What follows belongs to an exercise in optimizing a design on an open flow for small area, a short achievable clock period and few clock cycles per item; a production flow would make more cautious choices. Where RTL was checked, it was by simulation tests only, not by an equivalence proof against the original.

// sha256_core
module sha256_core (
    input  wire         clk,
    input  wire         rst,         
    input  wire         in_valid,
    output wire         in_ready,
    input  wire         first,       
    input  wire [511:0] block,
    output reg          out_valid,
    output wire [255:0] digest
);
clock: 9.0 ns
lec_check: 0
cap_margin: 20
core_margin: 2
core_utilization: 45
place_density: 0.65
setup_slack_margin: 4
slew_margin: 20
run.sh (not shown) runs the stock make flow with config.mk's settings and CLKGATE_MAP_FILE= SYNTH_SCRIPT=/design/flow/synth_recipe.tcl, a recipe that flattens the netlist after the stock synthesis.
Testbench counts at the start, summed over its fixed seeds: cycles 82,064, items 1,280.
Then changed:
==> flow/flow/run.sh (new file) <==
#!/bin/bash
set -e
export BUFFER_PORTS_ARGS="-buffer_cell sky130_fd_sc_hd__buf_1"
bash standard.sh MATCH_CELL_FOOTPRINT=0 finish > standard.log 2>&1
==> flow/standard.sh (new file) <==
#!/bin/bash
# synth_recipe.tcl (not shown) runs the flow's synth.tcl, then flattens the netlist and writes it again
# the make line also repeats each setting of config.mk as NAME=value (left out here)
make -C /OpenROAD-flow-scripts/flow DESIGN_CONFIG=/design/flow/config.mk WORK_HOME=/design/flow/orfs CLKGATE_MAP_FILE= SYNTH_SCRIPT=/design/flow/synth_recipe.tcl "${@:-finish}"
Settings changed: CTS_BUF_LIST set to sky130_fd_sc_hd__clkbuf_8, SETUP_SLACK_MARGIN 4 to 3.5.
removed: flow/run.sh
What happened: The new run passed the timing, DRC and antenna checks. Cell count came out higher by 1.5%. Wire length is higher by 0.98%. First-iteration DRC count came out higher by 0.99%. Non-clock buffer count fell by 22. Die area does not change. Maximum frequency went down by 8.9%.
Then changed:
Settings changed: SETUP_SLACK_MARGIN 3.5 to 4.
What happened:
- worst setup slack gains 0.43 ns
- routed wire length falls by 0.35%
- non-clock buffer count went up by 35
- sequential cell count stays the same
- core utilization is higher by 0.46 points
Then changed:
Settings changed: SETUP_SLACK_MARGIN 4 to 4.5.
Register-to-register slack gains 0.13 ns.
Global-route usage increases by 2.6 points.
Wire length increases by a few percent.
Design area increases by a few percent.


sha256_core, a different RTL version from the one above (not shown whole).
For scale: roughly 5400 cells after synthesis, ~1100 flip-flops, ~770 I/O pins, about 53000 um2 of cells after synthesis.
Settings: LEC_CHECK=0, CAP_MARGIN=20, CORE_MARGIN=2, CORE_UTILIZATION=45, CTS_BUF_LIST=sky130_fd_sc_hd__clkbuf_8, CTS_CLUSTER_DIAMETER=70, CTS_CLUSTER_SIZE=14, PLACE_DENSITY=0.65, SETUP_SLACK_MARGIN=4, SLEW_MARGIN=20; clock period 9.0 ns.
standard.sh (not shown) runs the stock make flow with config.mk's settings and CLKGATE_MAP_FILE= SYNTH_SCRIPT=/design/flow/synth_recipe.tcl, a recipe that flattens the netlist after the stock synthesis.
==> flow/flow/run.sh <==
#!/bin/bash
set -e
export BUFFER_PORTS_ARGS="-buffer_cell sky130_fd_sc_hd__buf_1"
bash standard.sh MATCH_CELL_FOOTPRINT=0 finish > standard.log 2>&1
==> next run, changes <==
--- a/flow/config.mk
+++ b/flow/config.mk
@@ -13,4 +13,4 @@
 export CTS_CLUSTER_SIZE = 14
 export PLACE_DENSITY = 0.65
-export SETUP_SLACK_MARGIN = 4
+export SETUP_SLACK_MARGIN = 4.25
 export SLEW_MARGIN = 20
Result:
- non-clock buffer count came out higher by 29
- setup slack gets better by 39 ps
- maximum frequency climbs by 0.79%
- design area came out higher by 0.98%
Function was not checked in any run of this note: the RTL went through the layout flow alone.


red:
sha256_core, a different RTL version from the one above (not shown whole).
For scale: about 5,400 cells after synthesis, about 1,100 flip-flops, roughly 0.054 mm² of cells after synthesis.
export LEC_CHECK = 0
export CAP_MARGIN = 20
export CORE_MARGIN = 2
export CORE_UTILIZATION = 45
export CTS_BUF_LIST = sky130_fd_sc_hd__clkbuf_8
export CTS_CLUSTER_DIAMETER = 70
export CTS_CLUSTER_SIZE = 14
export PLACE_DENSITY = 0.65
export SETUP_SLACK_MARGIN = 4.25
export SLEW_MARGIN = 20
create_clock -name core_clock -period 9.0 [get_ports {clk}]
Scripts as last shown in full above: flow/flow/run.sh
Testbench counts of red, summed over its fixed seeds: cycles 82,064, items 1,280.
#### Input delta (blue over red)
- SETUP_SLACK_MARGIN: 4.25 -> 4
- CTS_BUF_LIST: sky130_fd_sc_hd__clkbuf_8 -> sky130_fd_sc_hd__clkbuf_16
- CTS_CLUSTER_DIAMETER: 70 -> 80
- CTS_CLUSTER_SIZE: 14 -> 24
## What came out
The post-placement cell count of blue and that of red are within noise of each other.
In blue, hold slack is lower than in red.
Compared with red, blue shows a wire length reported by the detailed router that is about 1.2% lower.
Compared with red, in blue fraction of area in clock buffers and inverters went up, wire length on met3 went down, design area went down.
Comparing blue and red, the higher final worst-path cycle share was measured on blue.
Changes in green relative to blue:
- swapping 24 for 14 in CTS_CLUSTER_SIZE
- swapping 80 for 70 in CTS_CLUSTER_DIAMETER
- swapping sky130_fd_sc_hd__clkbuf_16 for sky130_fd_sc_hd__clkbuf_8 in CTS_BUF_LIST
- swapping 0.65 for 0.62 in PLACE_DENSITY
- swapping 45 for 42 in CORE_UTILIZATION
- swapping 4 for 4.25 in SETUP_SLACK_MARGIN
## What came out
Cell at the slowest stage of the critical path = fa_1: green; cell at the slowest stage of the critical path = dfxtp_1: blue
Diff blue -> green: total routed wirelength increased about 3.6%; number of buffers created by CTS up 68%; final cell count saw an increase; standard-cell row count picked up an extra 4.
Compare green and blue | clock input transition at the sequential cells of the worst setup and hold paths higher: blue
Input changes introduced in orange (baseline for comparison: green):
- PLACE_DENSITY changed from 0.62 to 0.65
- CTS_CLUSTER_DIAMETER removed (was 70)
- SETUP_SLACK_MARGIN changed from 4.25 to 4
- CTS_CLUSTER_SIZE changed from 14 to 20
- CORE_UTILIZATION changed from 42 to 45
## What came out
- Overall global routing resource usage (orange over green): increase, 2.0 points
- [orange vs green] detailed-route wire length per cell: lower in orange
- Summary — sum of met3 wire segment lengths after detailed routing, orange relative to green: higher, by 23%.
- Taking green as the reference, in orange setup-violating endpoint count in the final report roughly the same, routed wire length decreased about 2.3%, detailed-route wire length on metal 1 lower.
- orange packs its core tighter than green.
- Relative to green, minimum period implied by the final worst setup slack increased by 0.21 ns in orange.
Inputs modified between orange and purple:
- CTS_CLUSTER_SIZE now 14, was 20
- CTS_CLUSTER_DIAMETER now 70, previously not set
## What came out
- Result for purple and orange: all clean
- Final number of max-transition violations: purple vs orange, no meaningful difference
- Of the two candidates, orange has the worse final cell area excluding filler cells and purple the better one.
- | utilization | purple vs orange | 2.1 points lower |
- Delta (purple minus orange): flip-flop and latch share of the layout cell area saw an increase; share of post-route cells with drive strength above 1 lower.


Setup of run D:
Another version of the RTL of sha256_core (not shown whole).
For scale: about 1100 flip-flops, ~770 I/O pins, about 0.057 mm^2 of cells after synthesis.
==> flow/config.mk <==
export PLATFORM = sky130hd
export DESIGN_NAME = sha256_core
export DESIGN_NICKNAME = sha256_core
export VERILOG_FILES = /design/flow/design.v
export SDC_FILE = /design/flow/constraint.sdc
export NUM_CORES = 4
export LEC_CHECK = 0
export CAP_MARGIN = 20
export CORE_MARGIN = 2
export CORE_UTILIZATION = 45
export PLACE_DENSITY = 0.65
export SETUP_SLACK_MARGIN = 4
export SLEW_MARGIN = 20
==> flow/constraint.sdc <==
create_clock -name core_clock -period 9.0 [get_ports {clk}]
set_input_delay 1.8000 -clock core_clock [delete_from_list [all_inputs] [get_ports {clk}]]
set_output_delay 1.8000 -clock core_clock [all_outputs]
set_load 0.01 [all_outputs]
run.sh (not shown) runs the stock make flow with config.mk's settings and CLKGATE_MAP_FILE= SYNTH_SCRIPT=/design/flow/synth_recipe.tcl, a recipe that flattens the netlist after the stock synthesis.
Stock flow here: none of the scripts above is used.
Changes in run C relative to run D:
Settings: CORE_UTILIZATION changed from 45 to 60; PLACE_DENSITY changed from 0.65 to 0.75.
Findings:
Run C against run D; standard-cell row count is down by more than 10%.
Run D: no failed stages, no open violations at the end
Run C never completed, since it errored out during 5_1_grt.
Run D has a higher worst setup timing slack at the placement stage than run C.
| die boundary width | lower: run C |
Run D -> run C: CTS buffer count decreased by a few percent
In terms of synthesized cell area, run C and run D differ only marginally.
Going from run D to run C, instance area at placement down about 0.9%; count of input and output buffers flat; placed instance count down 407; I/O pin total flat.
No run of this note included a check of the RTL's function; only the layout flow was run.


gamma:
Another version of the RTL of sha256_core (not shown whole).
Size in the first run: about 5700 cells after synthesis, about 1100 flip-flops, roughly 770 I/O pins.
export LEC_CHECK = 0
export CAP_MARGIN = 20
export CORE_MARGIN = 2
export CORE_UTILIZATION = 40
export PLACE_DENSITY = 0.6
export SETUP_SLACK_MARGIN = 4
export SLEW_MARGIN = 20
create_clock -name core_clock -period 9.0 [get_ports {clk}]
Testbench counts of gamma, summed over its fixed seeds: cycles 82,064, items 1,280.
What beta does differently from gamma at the input level:
- PLACE_DENSITY: 0.6 -> 0.75
- CORE_UTILIZATION: 40 -> 60
Results
- Flow for beta halted at global routing, error code GRT-0232.
- Diff gamma -> beta: routability congestion estimate from global placement picked up an extra about 12%; row count lower; post-cts resize count climbed 25.
- Diff gamma..beta | number of hold-repair buffers added at the cts stage | unchanged
- Summary of beta over gamma: initial core utilization picked up an extra 21 points, post-placement setup slack picked up an extra 390 ps, die outline width fell by 69 um.

separate check: timing with driven ports:
The flow's constraints put no driver on any port. The routed layouts listed below were extracted and timed again, unchanged, in two steps.
Step 1 assumes that a clkbuf_16 drives the clock port and a buf_2 every other input.
Step 2, shift: input delay + t, output delay - t, t = (earliest + latest rising clock arrival at the registers) / 2. This alone moves slack from input paths to output paths.
Three values: no drivers, after step 1, after step 2; two values: the first two.
run | t (ns) | setup WS [ns] | worst setup path at the end | cell pins on the clock port's net
the first run of note 1 | 0.830 | 4.050 / 3.979 / 4.050 | register to register | 1
the second run of note 1 | 0.990 | 3.566 / 3.566 / 3.566 | register to register | 1
the third run of note 1 | 0.989 | 3.996 / 3.996 / 3.996 | register to register | 1
the fourth run of note 1 | 1.025 | 4.128 / 4.128 / 4.128 | register to register | 1
the first run of note 2 | 0.867 | 4.071 / 4.071 / 4.071 | register to register | 1
the second run of note 2 | 0.861 | 4.110 / 4.110 / 4.110 | register to register | 1
red | 0.921 | 4.232 / 4.232 / 4.232 | register to register | 1
blue | 0.769 | 3.994 / 3.994 / 3.994 | register to register | 1
green | 0.885 | 4.296 / 4.296 / 4.296 | register to register | 1
orange | 0.967 | 4.083 / 4.083 / 4.083 | register to register | 1
purple | 0.865 | 4.015 / 4.015 / 4.015 | register to register | 1
run D | 0.833 | 3.865 / 3.865 / 3.865 | register to register | 1
gamma | 0.834 | 3.776 / 3.776 / 3.776 | register to register | 1
After both steps every run listed still meets setup and hold.
